Context: an optimization exercise on an open-source flow, tuned for small area, a short achievable clock period and few clock cycles per item. The choices shown serve that exercise and are no tape-out recipe.
Only simulation tests tie the RTL to the original design; equivalence was not proved.

==> flow/design.v, too long to show whole: its modules and the start of the top module <==
// module rs_gf16_mul: 12 lines
// module rs_gf_mul: 12 lines
// module rs_gf_sq: 7 lines
// module rs_gf_to_tower: 8 lines
// module rs_gf_from_tower: 8 lines
// module rs_gf_mulp: 17 lines
// module rs_gf_inv_den: 12 lines
// module rs_gf_inv_fin: 15 lines
// module rs_encoder: 715 lines
// module rs_vinv: 248 lines
// module rs_syndrome: 173 lines
// module rs_chien_net: 646 lines
// module rs_keyeq: 20 lines
// module rs_chien: 20 lines
// module rs_count: 16 lines
// module rs_values: 13 lines
// module rs_correct: 17 lines
// module rs_codec: 98 lines
module rs_codec (
    input  wire         clk,
    input  wire         rst,         
    input  wire         req_valid,
    output wire         req_ready,
    input  wire         req_write,   
    input  wire [159:0] req_word,    
    output reg          rsp_valid,
    output reg  [159:0] rsp_word,
    output reg  [1:0]   rsp_nerr,
    output reg          rsp_uncorr
);
  // ...
==> flow/flow/run.sh <==
#!/bin/bash
set -uo pipefail
bash standard.sh SETUP_SLACK_MARGIN=13.3 "BUFFER_PORTS_ARGS=-buffer_cell sky130_fd_sc_hd__buf_1" finish > standard.log 2>&1
==> flow/standard.sh <==
#!/bin/bash
# synth_recipe.tcl (not shown) runs the flow's synth.tcl, then flattens the netlist and writes it again
# the make line also repeats each setting of config.mk as NAME=value (left out here)
make -C /OpenROAD-flow-scripts/flow DESIGN_CONFIG=/design/flow/config.mk WORK_HOME=/design/flow/orfs CLKGATE_MAP_FILE= SYNTH_SCRIPT=/design/flow/synth_recipe.tcl "${@:-finish}"
==> flow/config.mk <==
export PLATFORM = sky130hd
export DESIGN_NAME = rs_codec
export DESIGN_NICKNAME = rs_codec
export VERILOG_FILES = /design/flow/design.v
export SDC_FILE = /design/flow/constraint.sdc
export NUM_CORES = 4
export LEC_CHECK = 0
export CAP_MARGIN = 20
export CORE_MARGIN = 2
export CORE_UTILIZATION = 55
export CTS_CLUSTER_DIAMETER = 100
export CTS_CLUSTER_SIZE = 25
export SLEW_MARGIN = 20
==> flow/constraint.sdc <==
create_clock -name core_clock -period 18.0 [get_ports {clk}]
set_input_delay 3.6000 -clock core_clock [delete_from_list [all_inputs] [get_ports {clk}]]
set_output_delay 3.6000 -clock core_clock [all_outputs]
set_load 0.01 [all_outputs]
==> impl_results.md, run 1 <==
* Status: complete, no violations
* Synth cell types at 63
* Worst min-delay path category: reg -> reg
* CTS resizes at between 300 and 400
* Num ports at 329
* Multi-input gate share of total cell area at 53.5%
* Worst reg2reg path depth at 11
* Largest family of logic cells by synthesized area: XOR/XNOR gates
* Initial antenna violation count at 10
* Share of cells above drive strength 1 at 12.1%
* Non-clk invs at 28
* CTS Hold Bufs at 0
* Most frequent cells in the layout: xnor2_1, dfxtp_1, xor2_1
* Clock buf count at 47
* Mapped Area at ~47000 um^2
* Setup TNS at 0 ps
* Mux cell area share after synthesis at 1.09%
* Final Hold Fails at 0
* Crit path to: rsp_word[103]
* Sequential share of cell area at 36.0%
* Vias in the first global route at between 20000 and 30000
* Buffering overhead at under 10%
* Storage element area at 19000 um^2
* XOR/XNOR Fraction of Synth Area at approximately half
* Pins over their slew limit at 0
Testbench counts, summed over its fixed seeds: cycles 6,440, items 6,400.
==> run 2, diff against run 1 <==
==> flow/flow/run.sh (replaced) <==
#!/bin/bash
set -uo pipefail
bash standard.sh SETUP_SLACK_MARGIN=13.5 "BUFFER_PORTS_ARGS=-buffer_cell sky130_fd_sc_hd__buf_1" finish > standard.log 2>&1
--- a/flow/config.mk
+++ b/flow/config.mk
@@ -9,3 +9,3 @@
 export CORE_MARGIN = 2
-export CORE_UTILIZATION = 55
+export CORE_UTILIZATION = 60
 export CTS_CLUSTER_DIAMETER = 100
==> run 2 against run 1 <==
Against the previous run:
- non-clock buffer count is 10 higher
- critical path depth unchanged
- die area decreased by 8.2%
- global-route usage increased by 2.7 points
- hold slack lost 13 ps
- first-iteration DRC count decreased by 4.2%
- design area increased by 0.57%
- clock skew is 2.8 ps higher
==> impl_results.md, run 2 <==
* Num CTS Buffers at 48 (was 47)
* Leading area contributor after synthesis: dfxtp_1 (unchanged)
* Main synth FF type: dfxtp_1 (unchanged)
* Via count at 31153 (was 30601)
* Final min period at 4770 ps (about the same)
* Vias in the first global route at 29603 (was 29255)
* Largest family of logic cells by synthesized area: XOR/XNOR gates (unchanged)
* Post-synthesis compound-gate area fraction at 2.16% (unchanged)
* DRC violations left at 0 (unchanged)
* Yosys reg bits at 939 (unchanged)
* Gate Count Post-Synth at 4288 (unchanged)
* CP peak stage delay at 380 ps (was 410 ps)
* Crit. End Element: output pin (unchanged)
* Die area at 81400 um^2 (was 88700 um^2)
* Crit path max-delay family: flip-flops (unchanged)
* F_max at 0.210 GHz (about the same)
* Vias/cell at 5.52 (was 5.34)
* Syn nets at 4456 (unchanged)
* DIE WIDTH at 285 um (was 298 um)
* Overall routing resource usage at 38.1% (was 35.4%)
* Adder-cell area share of the yosys netlist at 0.105% (unchanged)
* Most frequent cell after synthesis: xnor2_1 (unchanged)
* CP Launch Type: flop (unchanged)
* Half-perimeter wire length after placement at 125000 um (was 128000 um)
* Global route overflow at 0 (unchanged)
* Starting Density at 60.4% (was 55.7%)
* Multi-input logic area at 28400 um^2 (was 28200 um^2)
* Asr flop ratio synth at 0% (unchanged)
* Initial antenna violation count at 13 (was 10)
* Fillers at 6055 (was 7094)
* Worst hold margin at 293 ps (was 306 ps)
* Clk Latency, worst-skew pair at 670 ps (was 660 ps)
* Finish-stage setup viols at 0 (unchanged)
* Synth cell count leaders: xnor2_1, dfxtp_1, xor2_1 (unchanged)
* Final Hold Fails at 0 (unchanged)
* Setup Skew at 61.5 ps (was 58.7 ps)
* Number of max-cap violations at 0 (unchanged)
* Die H at 285 um (was 298 um)
* WS Path Type: reg -> out (unchanged)
* H-tree Lvls at 2 (unchanged)
* Drt pass-1 iters at 5 (unchanged)
* Share of cells above drive strength 1 at 13.3% (was 12.1%)
* Slowest CP cell: dfxtp_2 (was dfxtp_4)
* Worst-path maximum fanout at 1 (unchanged)
* Status: complete, no violations (unchanged)
* Most frequent cells in the layout: xnor2_1, dfxtp_1, xor2_1 (unchanged)
* Top post-synthesis cells by area: dfxtp_1, xnor2_1, xor2_1 (unchanged)
* Detailed Route WL at 158000 um (was 160000 um)
* Core area at 78600 um^2 (was 85300 um^2)
* Worst setup margin at 13230 ps (about the same)
* Clock slew seen by the registers of the worst setup and hold paths at 100 ps (about the same)
* Final Cycle Share at 26.5% (about the same)
* Critical path buffers and inverters at 1 (unchanged)
* Storage element area at 19000 um^2 (about the same)
* Final #Nets at 4751 (was 4740)
* Initial DRC count at 3430 (was 3582)
* Critical path required time at 14400 ps (about the same)
* Setup TNS at 0 ps (unchanged)
* Clk buf depth at 3 (unchanged)
* RSZ-0062 raised after global routing: yes (unchanged)
* Post-synth EDFFs at 0 (unchanged)
* Largest net degree at the start of global routing at 47 (unchanged)
* Commonest non-fill, non-tap cell in the layout: xnor2_1 (unchanged)
* Synth cell types at 63 (unchanged)
* Pins over their slew limit at 0 (unchanged)
* GPL Wtd Cong at 1.06 (was 1.04)
* Slew margin rel. at 20.8% (was 21.3%)
* CTS Sinks at 939 (unchanged)
* Final ANT Viol Nets at 0 (unchanged)
* Synth top area share at 39.6% (unchanged)
* Num ports at 329 (unchanged)
* Ys Warns at 2 (unchanged)
* Mapped Area at 47500 um^2 (unchanged)
* I/O Buffers at 327 (unchanged)
* Cell Rows at 103 (was 107)
* Post-Synth Simple-Gate Area at 6.31% (unchanged)
* Root Driver: clkbuf_16 (unchanged)
* Worst-Margin Slew at 1180 ps (was 1170 ps)
* Post-Syn Area per Cell at 11.1 um^2 (unchanged)
* Mux cell area share after synthesis at 1.09% (unchanged)
* Worst min-delay path category: reg -> reg (unchanged)
* Sequential fraction of the synthesis area at 39.6% (unchanged)
* DR WL/cell at 28.0 um (about the same)
* Arrival @ worst endpoint at 1170 ps (about the same)
* TritonCTS clock tree: yes (unchanged)
* Critical-path cell list: buf_6 (unchanged)
* Place WS at 12980 ps (was 13000 ps)
* XOR/XNOR Fraction of Synth Area at 49.0% (unchanged)
* Area grow syn2layout at 11.7% (was 11.1%)
* First-pass GRT wire length at 220000 um (was 222000 um)
## run 2: kinds of logic after synthesis
logic type	count (synthesis)
AO/OA/AOI/OAI	169
other	1
multiplexers	48
AND/OR/NAND/NOR	685
buffers and inverters	196
adder cells (fa/ha/maj)	4
flip-flops	939
XOR/XNOR	2246
## run 2: final cells by class
type / count / share of cell area, %
Clock buffer: 48 / 2.27
Tap cell: 1050 / 2.48
Inverter: 28 / 0.198
Timing Repair Buffer: 413 / 5.14
Antenna cell: 2 / 0.00944
Sequential cell: 939 / 35.8
Multi-Input combinational cell: 3153 / 53.6
Clock inverter: 13 / 0.493
## run 2: path summary, 6_finish.rpt
check / start / endpoint / slack [ps] / cells past startpoint
worst max-delay path: rsp_word[7] / rsp_word[7] / 13230 / 1
worst min-delay path: w2[156] / w3[156] / 290 / 0
worst max register to register: w0[106] / w1[1] / 13380 / 11
worst min register to register: w2[156] / w3[156] / 290 / 0
## run 2: layer usage
layer  track usage (%)  up-vias  share of wire [%]
met3              9.30      307                 12
met5                 0        -              0.023
met4              12.9        6                3.7
met2              56.2     1730                 43
li1                  -    14050                  -
met1              54.6    15060                 42
## run 2: stage by stage
stage	util (%)	std cells	area, um^2
global route	67.4	5644	53000
floorplan	-	4288	47500
detailed placement	63.6	5569	50000
global placement	63.6	5569	50000
finish	67.4	5646	53000
CTS	66.7	5636	52500
## run 2: what timing repair did
| action | CTS | global route |
|---|---|---|
| gates resized for setup | 353 | 111 |
| gates cloned | 0 | 0 |
| pin swaps | 3 | 3 |
| hold buffers | 0 | 0 |
| setup endpoints to repair | 248 | 226 |
| endpoints found under the hold margin | 0 | 0 |
| buffers inserted | 6 | 8 |

static timing again, ports no longer ideal:
In the flow no input, the clock included, has a driving cell. The finished layouts below were timed again as built, in two steps.
Step 1 sets driving cells, clkbuf_16 on the clock port and buf_2 on the other inputs (assumed; they add their load-dependent delay and slew).
Step 2 adds t to the input delays and takes it off the output delays; t is the mean of the earliest and latest rising clock arrival at the registers after step 1. Input paths then give back, and output paths get back, about the clock's delay inside the block.
a / b / c = no drivers / after step 1 / after step 2; a / b = the first two.
| run | t (ns) | setup slack, ns | clock arrival spread, ns | pins driven straight from the clock port |
|---|---|---|---|---|
| run 1 | 0.708 | 13.231 / 13.160 / 13.307 | 0.061 / 0.061 | 1 |
| run 2 | 0.710 | 13.231 / 13.160 / 13.385 | 0.063 / 0.063 | 1 |
After both steps every run listed still meets setup and hold.
